From an optimization exercise on the open Yosys and OpenROAD flow, aimed at small area and a short achievable clock period; shortcuts taken in it are not production practice. The RTL was checked by simulation tests, not by an equivalence proof against the original design. No activity file was given, so power comes from the tool's default toggle rates.

Setup of JK:
## xf_add
module xf_add (
    input  wire         clk,
    input  wire         rst,
    input  wire         in_valid,
    input  wire [159:0] in_a,
    input  wire [159:0] in_b,
    output reg          out_valid,
    output reg  [159:0] out_s,
    output reg  [2:0]   out_flags    
);
==> module xf_add_front, before the edit <==
module xf_add_front (
    input  wire [159:0] a,
    input  wire [159:0] b,
    output wire         a_ge,     
    output wire [6:0]   n_ab,     
    output wire [6:0]   n_ba,     
    output wire         c_ab,     
    output wire         c_ba,     
    output wire [1:0]   cls,
    output wire         finite,
    output wire         sat,
    output wire         inex,
    output wire         invalid
);
    wire a_bad = (a[143:137] != 7'h00 && a[143:137] != 7'h7f) ||
                 (a[151:148] != 4'd0) || (a[159:152] != 8'd0);
    wire b_bad = (b[143:137] != 7'h00 && b[143:137] != 7'h7f) ||
                 (b[151:148] != 4'd0) || (b[159:152] != 8'd0);
    wire [1:0] a_cls = a_bad ? 2'd1 : a[145:144];
    wire [1:0] b_cls = b_bad ? 2'd1 : b[145:144];
    wire a_nan = (a_cls == 2'd1);
    wire b_nan = (b_cls == 2'd1);
    wire inf_mix = a_cls[1] & b_cls[1] & (a_cls[0] ^ b_cls[0]);
    assign finite  = (a_cls == 2'd0) & (b_cls == 2'd0);
    assign cls     = (a_nan | b_nan | inf_mix) ? 2'd1 :
                     (a_cls != 2'd0) ? a_cls : b_cls;
    assign invalid = a_bad | b_bad | (inf_mix & ~a_nan & ~b_nan);
    assign sat     = a[146] | b[146];
    assign inex    = a[147] | b[147];
    wire [9:0] ga = a[137:128];
    wire [9:0] gb = b[137:128];
    wire [7:0] dl_ab_w = {1'b0, ga[6:0]} - {1'b0, gb[6:0]};
    wire [7:0] dl_ba_w = {1'b0, gb[6:0]} - {1'b0, ga[6:0]};
    wire       bw_ab = dl_ab_w[7];
    wire       bw_ba = dl_ba_w[7];
    wire signed [3:0] dh0_ab = {ga[9], ga[9:7]} - {gb[9], gb[9:7]};
    wire signed [3:0] dh0_ba = {gb[9], gb[9:7]} - {ga[9], ga[9:7]};
    assign a_ge = bw_ab ? (dh0_ab >= 4'sd1) : (dh0_ab >= 4'sd0);
    assign c_ab = bw_ab ? (dh0_ab >= 4'sd2) : (dh0_ab >= 4'sd1);
    assign c_ba = bw_ba ? (dh0_ba >= 4'sd2) : (dh0_ba >= 4'sd1);
    assign n_ab = dl_ab_w[6:0];
    assign n_ba = dl_ba_w[6:0];
endmodule
==> module xf_add_align, before the edit <==
module xf_add_align (
    input  wire [127:0] va,
    input  wire [127:0] vb,
    input  wire         a_ge,
    input  wire [6:0]   n_ab,
    input  wire [6:0]   n_ba,
    input  wire         c_ab,
    input  wire         c_ba,
    input  wire [9:0]   ga,
    input  wire [9:0]   gb,
    output wire [9:0]   g,        
    output wire [127:0] big,      
    output wire [127:0] y,        
    output wire         lost
);
    assign g = a_ge ? ga : gb;
    assign big = a_ge ? va : vb;
    wire [127:0] v = a_ge ? vb : va;
    wire       clamp = a_ge ? c_ab : c_ba;
    wire [6:0] n     = a_ge ? n_ab | {7{c_ab}} : n_ba | {7{c_ba}};
    wire [127:0] x [0:7];
    wire [7:0]   l;
    assign x[0] = v;
    assign l[0] = clamp & v[127];
    genvar k;
    generate
        for (k = 0; k < 7; k = k + 1) begin : g_st
            localparam integer S = 64 >> k;
            assign x[k+1] = n[6-k] ? {{S{x[k][127]}}, x[k][127:S]} : x[k];
            assign l[k+1] = l[k] | (n[6-k] & |x[k][S-1:0]);
        end
    endgenerate
    assign y    = x[7];
    assign lost = l[7];
endmodule
export LEC_CHECK = 0
export CAP_MARGIN = 20
export CORE_MARGIN = 2
export CORE_UTILIZATION = 55
export SLEW_MARGIN = 20
create_clock -name core_clock -period 12.0 [get_ports {clk}]
standard.sh (not shown) runs the stock make flow with config.mk's settings and CLKGATE_MAP_FILE= SYNTH_SCRIPT=/design/flow/synth_recipe.tcl, a recipe that flattens the netlist after the stock synthesis.
==> flow/flow/run.sh <==
#!/bin/bash
# The standard layout, with two changes: timing repair (after CTS and after
# global routing) aims for setup slack of at least 8 ns at the design's
# period, and every port still gets a buffer, but the smallest one
# (buf_1) instead of the clkdlybuf4s50_1 that buffer_ports picks by itself.
set -euo pipefail
bash standard.sh SETUP_SLACK_MARGIN=8 \
  "BUFFER_PORTS_ARGS=-buffer_cell sky130_fd_sc_hd__buf_1" \
  finish > standard_flow.log 2>&1
--- input diff JK..PW ---
==> flow/design.v, changed modules only <==
module xf_add_front (
    input  wire [159:0] a,
    input  wire [159:0] b,
    output wire         a_ge,     
    output wire [6:0]   n_ab,     
    output wire [6:0]   n_ba,     
    output wire         c_ab,     
    output wire         c_ba,     
    output wire [1:0]   cls,
    output wire         finite,
    output wire         sat,
    output wire         inex,
    output wire         invalid
);
    wire a_bad = (a[143:137] != 7'h00 && a[143:137] != 7'h7f) ||
                 (a[151:148] != 4'd0) || (a[159:152] != 8'd0);
    wire b_bad = (b[143:137] != 7'h00 && b[143:137] != 7'h7f) ||
                 (b[151:148] != 4'd0) || (b[159:152] != 8'd0);
    wire [1:0] a_cls = a_bad ? 2'd1 : a[145:144];
    wire [1:0] b_cls = b_bad ? 2'd1 : b[145:144];
    wire a_nan = (a_cls == 2'd1);
    wire b_nan = (b_cls == 2'd1);
    wire inf_mix = a_cls[1] & b_cls[1] & (a_cls[0] ^ b_cls[0]);
    assign finite  = (a_cls == 2'd0) & (b_cls == 2'd0);
    assign cls     = (a_nan | b_nan | inf_mix) ? 2'd1 :
                     (a_cls != 2'd0) ? a_cls : b_cls;
    assign invalid = a_bad | b_bad | (inf_mix & ~a_nan & ~b_nan);
    assign sat     = a[146] | b[146];
    assign inex    = a[147] | b[147];
    wire [9:0]  ga = a[137:128];
    wire [9:0]  gb = b[137:128];
    wire [10:0] d_ab = {ga[9], ga} - {gb[9], gb};
    wire [10:0] d_ba = {gb[9], gb} - {ga[9], ga};
    assign a_ge = ~d_ab[10];
    assign c_ab = |d_ab[9:7];
    assign c_ba = |d_ba[9:7];
    assign n_ab = d_ab[6:0] | {7{c_ab}};
    assign n_ba = d_ba[6:0] | {7{c_ba}};
endmodule
module xf_add_align (
    input  wire [127:0] va,
    input  wire [127:0] vb,
    input  wire         a_ge,
    input  wire [6:0]   n_ab,
    input  wire [6:0]   n_ba,
    input  wire         c_ab,
    input  wire         c_ba,
    input  wire [9:0]   ga,
    input  wire [9:0]   gb,
    output wire [9:0]   g,        
    output wire [127:0] big,      
    output wire [127:0] y,        
    output wire         lost
);
    assign g = a_ge ? ga : gb;
    assign big = a_ge ? va : vb;
    wire [127:0] v = a_ge ? vb : va;
    wire [6:0] n     = a_ge ? n_ab : n_ba;
    wire       clamp = a_ge ? c_ab : c_ba;
    wire [127:0] x [0:7];
    wire [7:0]   l;
    assign x[0] = v;
    assign l[0] = clamp & v[127];
    genvar k;
    generate
        for (k = 0; k < 7; k = k + 1) begin : g_st
            localparam integer S = 64 >> k;
            assign x[k+1] = n[6-k] ? {{S{x[k][127]}}, x[k][127:S]} : x[k];
            assign l[k+1] = l[k] | (n[6-k] & |x[k][S-1:0]);
        end
    endgenerate
    assign y    = x[7];
    assign lost = l[7];
endmodule
[summary]
Of PW and JK, it is PW that has the higher multi-input combinational gate total.
Maximum frequency was higher in the run labelled JK.
For the fraction of area in clock buffers and inverters, PW came in 0.24 points lower than JK did.
NOTE: critical path required time in PW exceeds that of JK
Looking at JK and PW, the worst hold slack is a wash.

---

Setup of v6:
The RTL this note starts from:
==> flow/design.v <==
module xf_add_front (
    input  wire [159:0] a,
    input  wire [159:0] b,
    output wire         a_ge,     
    output wire [6:0]   n_ab,     
    output wire [6:0]   n_ba,     
    output wire         c_ab,     
    output wire         c_ba,     
    output wire [1:0]   cls,
    output wire         finite,
    output wire         sat,
    output wire         inex,
    output wire         invalid
);
    wire a_bad = (a[143:137] != 7'h00 && a[143:137] != 7'h7f) ||
                 (a[151:148] != 4'd0) || (a[159:152] != 8'd0);
    wire b_bad = (b[143:137] != 7'h00 && b[143:137] != 7'h7f) ||
                 (b[151:148] != 4'd0) || (b[159:152] != 8'd0);
    wire [1:0] a_cls = a_bad ? 2'd1 : a[145:144];
    wire [1:0] b_cls = b_bad ? 2'd1 : b[145:144];
    wire a_nan = (a_cls == 2'd1);
    wire b_nan = (b_cls == 2'd1);
    wire inf_mix = a_cls[1] & b_cls[1] & (a_cls[0] ^ b_cls[0]);
    assign finite  = (a_cls == 2'd0) & (b_cls == 2'd0);
    assign cls     = (a_nan | b_nan | inf_mix) ? 2'd1 :
                     (a_cls != 2'd0) ? a_cls : b_cls;
    assign invalid = a_bad | b_bad | (inf_mix & ~a_nan & ~b_nan);
    assign sat     = a[146] | b[146];
    assign inex    = a[147] | b[147];
    wire [9:0]  ga = a[137:128];
    wire [9:0]  gb = b[137:128];
    wire [10:0] d_ab = {ga[9], ga} - {gb[9], gb};
    wire [10:0] d_ba = {gb[9], gb} - {ga[9], ga};
    assign a_ge = ~d_ab[10];
    assign c_ab = |d_ab[9:7];
    assign c_ba = |d_ba[9:7];
    assign n_ab = d_ab[6:0] | {7{c_ab}};
    assign n_ba = d_ba[6:0] | {7{c_ba}};
endmodule
module xf_add_align (
    input  wire [127:0] va,
    input  wire [127:0] vb,
    input  wire         a_ge,
    input  wire [6:0]   n_ab,
    input  wire [6:0]   n_ba,
    input  wire         c_ab,
    input  wire         c_ba,
    input  wire [9:0]   ga,
    input  wire [9:0]   gb,
    output wire [9:0]   g,        
    output wire [127:0] big,      
    output wire [127:0] y,        
    output wire         lost
);
    assign g = a_ge ? ga : gb;
    assign big = a_ge ? va : vb;
    wire [127:0] v = a_ge ? vb : va;
    wire [6:0] n     = a_ge ? n_ab : n_ba;
    wire       clamp = a_ge ? c_ab : c_ba;
    wire [127:0] x [0:7];
    wire [7:0]   l;
    assign x[0] = v;
    assign l[0] = clamp & v[127];
    genvar k;
    generate
        for (k = 0; k < 7; k = k + 1) begin : g_st
            localparam integer S = 64 >> k;
            assign x[k+1] = n[6-k] ? {{S{x[k][127]}}, x[k][127:S]} : x[k];
            assign l[k+1] = l[k] | (n[6-k] & |x[k][S-1:0]);
        end
    endgenerate
    assign y    = x[7];
    assign lost = l[7];
endmodule
module xf_add_sum (
    input  wire [127:0] a,
    input  wire [127:0] b,
    output wire [127:0] sum,
    output wire         ovf_pos,
    output wire         ovf_neg
);
    wire c_top;
    xf_bk #(.N(128), .L(7)) u_add (.a(a), .b(b), .cin(1'b0),
                                   .s(sum), .cout(c_top));
    wire s128 = a[127] ^ b[127] ^ c_top;
    assign ovf_pos = ~s128 & sum[127];
    assign ovf_neg = s128 & ~sum[127];
endmodule
module xf_add_sat (
    input  wire [127:0] sum,
    input  wire         ovf_pos,
    input  wire         ovf_neg,
    input  wire         finite,
    output wire [127:0] v
);
    assign v = {128{finite}} &
               {sum[127] & ~ovf_pos | ovf_neg,
                (sum[126:0] | {127{ovf_pos}}) & ~{127{ovf_neg}}};
endmodule
module xf_bk #(
    parameter N = 64,
    parameter L = 6
) (
    input  wire [N-1:0] a,
    input  wire [N-1:0] b,
    input  wire         cin,
    output wire [N-1:0] s,
    output wire         cout
);
    wire [N-1:0] p = a ^ b;
    wire [N-1:0] gu [0:L];
    wire [N-1:0] pu [0:L];
    assign gu[0] = (a & b) | {{(N-1){1'b0}}, p[0] & cin};
    assign pu[0] = p;
    genvar l, i;
    generate
        for (l = 0; l < L; l = l + 1) begin : up
            for (i = 0; i < N; i = i + 1) begin : b
                if ((i + 1) % (2 << l) == 0) begin : n
                    assign gu[l+1][i] = gu[l][i] | (pu[l][i] & gu[l][i - (1 << l)]);
                    assign pu[l+1][i] = pu[l][i] & pu[l][i - (1 << l)];
                end else begin : t
                    assign gu[l+1][i] = gu[l][i];
                    assign pu[l+1][i] = pu[l][i];
                end
            end
        end
    endgenerate
    wire [N-1:0] gd [0:L];
    assign gd[L] = gu[L];
    generate
        for (l = L - 1; l >= 0; l = l - 1) begin : dn
            for (i = 0; i < N; i = i + 1) begin : b
                if ((i + 1) % (2 << l) == (1 << l) && i >= (2 << l)) begin : n
                    assign gd[l][i] = gd[l+1][i] | (pu[l][i] & gd[l+1][i - (1 << l)]);
                end else begin : t
                    assign gd[l][i] = gd[l+1][i];
                end
            end
        end
    endgenerate
    assign s    = p ^ {gd[0][N-2:0], cin};
    assign cout = gd[0][N-1];
endmodule
module xf_add (
    input  wire         clk,
    input  wire         rst,
    input  wire         in_valid,
    input  wire [159:0] in_a,
    input  wire [159:0] in_b,
    output reg          out_valid,
    output reg  [159:0] out_s,
    output reg  [2:0]   out_flags    
);
    wire         p1_a_ge;
    wire [6:0]   p1_n_ab, p1_n_ba;
    wire         p1_c_ab, p1_c_ba;
    wire [1:0]   p1_cls;
    wire         p1_finite, p1_sat, p1_inex, p1_invalid;
    xf_add_front u_front (
        .a(in_a), .b(in_b),
        .a_ge(p1_a_ge), .n_ab(p1_n_ab), .n_ba(p1_n_ba),
        .c_ab(p1_c_ab), .c_ba(p1_c_ba),
        .cls(p1_cls), .finite(p1_finite), .sat(p1_sat), .inex(p1_inex),
        .invalid(p1_invalid)
    );
    reg         r1_valid;
    reg [127:0] r1_va, r1_vb;
    reg         r1_a_ge;
    reg [6:0]   r1_n_ab, r1_n_ba;
    reg         r1_c_ab, r1_c_ba;
    reg [9:0]   r1_ga, r1_gb;
    reg [1:0]   r1_cls;
    reg         r1_finite, r1_sat, r1_inex, r1_invalid;
    always @(posedge clk) begin
        if (rst)
            r1_valid <= 1'b0;
        else
            r1_valid <= in_valid;
        r1_va      <= in_a[127:0];
        r1_vb      <= in_b[127:0];
        r1_a_ge    <= p1_a_ge;
        r1_n_ab    <= p1_n_ab;
        r1_n_ba    <= p1_n_ba;
        r1_c_ab    <= p1_c_ab;
        r1_c_ba    <= p1_c_ba;
        r1_ga      <= in_a[137:128];
        r1_gb      <= in_b[137:128];
        r1_cls     <= p1_cls;
        r1_finite  <= p1_finite;
        r1_sat     <= p1_sat;
        r1_inex    <= p1_inex;
        r1_invalid <= p1_invalid;
    end
    wire [127:0] p2_big, p2_al;
    wire [9:0]   p2_g;
    wire         p2_lost;
    xf_add_align u_align (
        .va(r1_va), .vb(r1_vb), .a_ge(r1_a_ge), .n_ab(r1_n_ab), .n_ba(r1_n_ba),
        .c_ab(r1_c_ab), .c_ba(r1_c_ba), .ga(r1_ga), .gb(r1_gb), .g(p2_g),
        .big(p2_big), .y(p2_al), .lost(p2_lost)
    );
    reg         r2_valid;
    reg [127:0] r2_big, r2_al;
    reg         r2_lost;
    reg [9:0]   r2_g;
    reg [1:0]   r2_cls;
    reg         r2_finite, r2_sat, r2_inex, r2_invalid;
    always @(posedge clk) begin
        if (rst)
            r2_valid <= 1'b0;
        else
            r2_valid <= r1_valid;
        r2_big     <= p2_big;
        r2_al      <= p2_al;
        r2_lost    <= p2_lost;
        r2_g       <= p2_g;
        r2_cls     <= r1_cls;
        r2_finite  <= r1_finite;
        r2_sat     <= r1_sat;
        r2_inex    <= r1_inex;
        r2_invalid <= r1_invalid;
    end
    wire [127:0] p3_sum;
    wire         p3_ovf_pos, p3_ovf_neg;
    xf_add_sum u_sum (
        .a(r2_big), .b(r2_al),
        .sum(p3_sum), .ovf_pos(p3_ovf_pos), .ovf_neg(p3_ovf_neg)
    );
    reg         r3_valid;
    reg [127:0] r3_sum;
    reg         r3_ovf_pos, r3_ovf_neg, r3_lost;
    reg [9:0]   r3_g;
    reg [1:0]   r3_cls;
    reg         r3_finite, r3_sat, r3_inex, r3_invalid;
    always @(posedge clk) begin
        if (rst)
            r3_valid <= 1'b0;
        else
            r3_valid <= r2_valid;
        r3_sum     <= p3_sum;
        r3_ovf_pos <= p3_ovf_pos;
        r3_ovf_neg <= p3_ovf_neg;
        r3_lost    <= r2_lost;
        r3_g       <= r2_g;
        r3_cls     <= r2_cls;
        r3_finite  <= r2_finite;
        r3_sat     <= r2_sat;
        r3_inex    <= r2_inex;
        r3_invalid <= r2_invalid;
    end
    wire [127:0] v;
    wire         ovf  = r3_finite & (r3_ovf_pos | r3_ovf_neg);
    wire         lost = r3_finite & r3_lost;
    xf_add_sat u_sat (
        .sum(r3_sum), .ovf_pos(r3_ovf_pos), .ovf_neg(r3_ovf_neg),
        .finite(r3_finite), .v(v)
    );
    always @(*) begin
        out_valid = r3_valid;
        out_s     = {12'd0, r3_inex | lost, r3_sat | ovf, r3_cls,
                     {6{r3_finite & r3_g[9]}}, {10{r3_finite}} & r3_g, v};
        out_flags = {r3_invalid, ovf, lost};
    end
endmodule
==> flow/config.mk <==
export PLATFORM = sky130hd
export DESIGN_NAME = xf_add
export DESIGN_NICKNAME = xf_add
export VERILOG_FILES = /design/flow/design.v
export SDC_FILE = /design/flow/constraint.sdc
export NUM_CORES = 4
export LEC_CHECK = 0
export CAP_MARGIN = 20
export CORE_MARGIN = 2
export CORE_UTILIZATION = 55
export SLEW_MARGIN = 20
==> flow/constraint.sdc <==
create_clock -name core_clock -period 12.0 [get_ports {clk}]
set_input_delay 2.4000 -clock core_clock [delete_from_list [all_inputs] [get_ports {clk}]]
set_output_delay 2.4000 -clock core_clock [all_outputs]
set_load 0.01 [all_outputs]
==> flow/flow/run.sh <==
#!/bin/bash
# The standard layout, with timing repair (after CTS and after global
# routing) aiming for setup slack of at least 7 ns at the design's period.
set -euo pipefail
bash standard.sh SETUP_SLACK_MARGIN=7 finish > standard_flow.log 2>&1
v6 closes out successfully: all stages finished, all timing, DRC and antenna checks passed.
The following lists how v7 was set up differently from v6:
--- a/flow/design.v
+++ b/flow/design.v
@@ -2,9 +2,6 @@
     input  wire [159:0] a,
     input  wire [159:0] b,
-    output wire         a_ge,     
-    output wire [6:0]   n_ab,     
-    output wire [6:0]   n_ba,     
-    output wire         c_ab,     
-    output wire         c_ba,     
+    output wire [10:0]  d_ab,     
+    output wire [9:0]   d_ba,     
     output wire [1:0]   cls,
     output wire         finite,
@@ -30,20 +27,13 @@
     wire [9:0]  ga = a[137:128];
     wire [9:0]  gb = b[137:128];
-    wire [10:0] d_ab = {ga[9], ga} - {gb[9], gb};
-    wire [10:0] d_ba = {gb[9], gb} - {ga[9], ga};
-    assign a_ge = ~d_ab[10];
-    assign c_ab = |d_ab[9:7];
-    assign c_ba = |d_ba[9:7];
-    assign n_ab = d_ab[6:0] | {7{c_ab}};
-    assign n_ba = d_ba[6:0] | {7{c_ba}};
+    wire [10:0] d_ba_w = {gb[9], gb} - {ga[9], ga};
+    assign d_ab = {ga[9], ga} - {gb[9], gb};
+    assign d_ba = d_ba_w[9:0];
 endmodule
 module xf_add_align (
     input  wire [127:0] va,
     input  wire [127:0] vb,
-    input  wire         a_ge,
-    input  wire [6:0]   n_ab,
-    input  wire [6:0]   n_ba,
-    input  wire         c_ab,
-    input  wire         c_ba,
+    input  wire [10:0]  d_ab,     
+    input  wire [9:0]   d_ba,     
     input  wire [9:0]   ga,
     input  wire [9:0]   gb,
@@ -53,9 +43,11 @@
     output wire         lost
 );
+    wire       a_ge = ~d_ab[10];
+    wire [9:0] sh   = a_ge ? d_ab[9:0] : d_ba;
     assign g = a_ge ? ga : gb;
     assign big = a_ge ? va : vb;
     wire [127:0] v = a_ge ? vb : va;
-    wire [6:0] n     = a_ge ? n_ab : n_ba;
-    wire       clamp = a_ge ? c_ab : c_ba;
+    wire       clamp = |sh[9:7];
+    wire [6:0] n     = sh[6:0] | {7{clamp}};
     wire [127:0] x [0:7];
     wire [7:0]   l;
@@ -153,13 +145,11 @@
     output reg  [2:0]   out_flags    
 );
-    wire         p1_a_ge;
-    wire [6:0]   p1_n_ab, p1_n_ba;
-    wire         p1_c_ab, p1_c_ba;
+    wire [10:0]  p1_d_ab;
+    wire [9:0]   p1_d_ba;
     wire [1:0]   p1_cls;
     wire         p1_finite, p1_sat, p1_inex, p1_invalid;
     xf_add_front u_front (
         .a(in_a), .b(in_b),
-        .a_ge(p1_a_ge), .n_ab(p1_n_ab), .n_ba(p1_n_ba),
-        .c_ab(p1_c_ab), .c_ba(p1_c_ba),
+        .d_ab(p1_d_ab), .d_ba(p1_d_ba),
         .cls(p1_cls), .finite(p1_finite), .sat(p1_sat), .inex(p1_inex),
         .invalid(p1_invalid)
@@ -167,7 +157,6 @@
     reg         r1_valid;
     reg [127:0] r1_va, r1_vb;
-    reg         r1_a_ge;
-    reg [6:0]   r1_n_ab, r1_n_ba;
-    reg         r1_c_ab, r1_c_ba;
+    reg [10:0]  r1_d_ab;
+    reg [9:0]   r1_d_ba;
     reg [9:0]   r1_ga, r1_gb;
     reg [1:0]   r1_cls;
@@ -180,9 +169,6 @@
         r1_va      <= in_a[127:0];
         r1_vb      <= in_b[127:0];
-        r1_a_ge    <= p1_a_ge;
-        r1_n_ab    <= p1_n_ab;
-        r1_n_ba    <= p1_n_ba;
-        r1_c_ab    <= p1_c_ab;
-        r1_c_ba    <= p1_c_ba;
+        r1_d_ab    <= p1_d_ab;
+        r1_d_ba    <= p1_d_ba;
         r1_ga      <= in_a[137:128];
         r1_gb      <= in_b[137:128];
@@ -197,6 +183,5 @@
     wire         p2_lost;
     xf_add_align u_align (
-        .va(r1_va), .vb(r1_vb), .a_ge(r1_a_ge), .n_ab(r1_n_ab), .n_ba(r1_n_ba),
-        .c_ab(r1_c_ab), .c_ba(r1_c_ba), .ga(r1_ga), .gb(r1_gb), .g(p2_g),
+        .va(r1_va), .vb(r1_vb), .d_ab(r1_d_ab), .d_ba(r1_d_ba), .ga(r1_ga), .gb(r1_gb), .g(p2_g),
         .big(p2_big), .y(p2_al), .lost(p2_lost)
     );
Findings:
Die extent in y ends up higher on v7. Compared with v6, v7 shows die area higher by about 1.7%. In the tables for v6 and v7, first-pass detailed-route iteration total reads lower with v7. On internal reg-to-reg setup slack, v6 beats v7. Between v7 and v6, the clock latency reported for the late side of the worst-skew pair figures differ only marginally. Delta (v7 minus v6): wire length of the first global-routing pass shows an increase of about 14%; tightest hold margin has remained practically unchanged; detail-routed via count per cell +7.7%. Power: v7 draws more than v6. Of v6 and v7, the higher sequential cell count belongs to v7. Compare v6 and v7 | sequential share of layout area lower: v7. NOTE net switching power figure v6->v7 increased by more than a quarter. Looking at fill cell total of the finished layout, v7 sits about 1.8% lower than v6 does.

static timing again, ports no longer ideal:
The flow's constraints put no driver on any port. The routed layouts listed below were extracted and timed again, unchanged, in two steps. Step 1 sets driving cells, clkbuf_16 on the clock port and buf_2 on the other inputs (assumed; they add their load-dependent delay and slew). Step 2 also shifts input and output timing later by t, the mid clock arrival at the registers, as if the neighbouring blocks saw the same clock. Slacks: ideal / step 1 / step 2; pairs: ideal / step 1.
| run | t (ns) | setup WS [ns] | worst setup path at the end | worst register clock-pin slew, ns |
|---|---|---|---|---|
| JK | 0.687 | 7.757 / 7.691 / 7.578 | input to register | 0.07 / 0.07 |
| PW | 0.691 | 7.727 / 7.674 / 7.040 | input to register | 0.07 / 0.07 |
| v6 | 0.692 | 6.997 / 6.928 / 6.452 | input to register | 0.07 / 0.07 |
| v7 | 0.695 | 6.899 / 6.899 / 6.892 | input to register | 0.07 / 0.07 |
After both steps every run listed still meets setup and hold. The setup slack of PW, which loses most, moves by -0.053 ns with the drivers and by -0.687 ns with both steps.
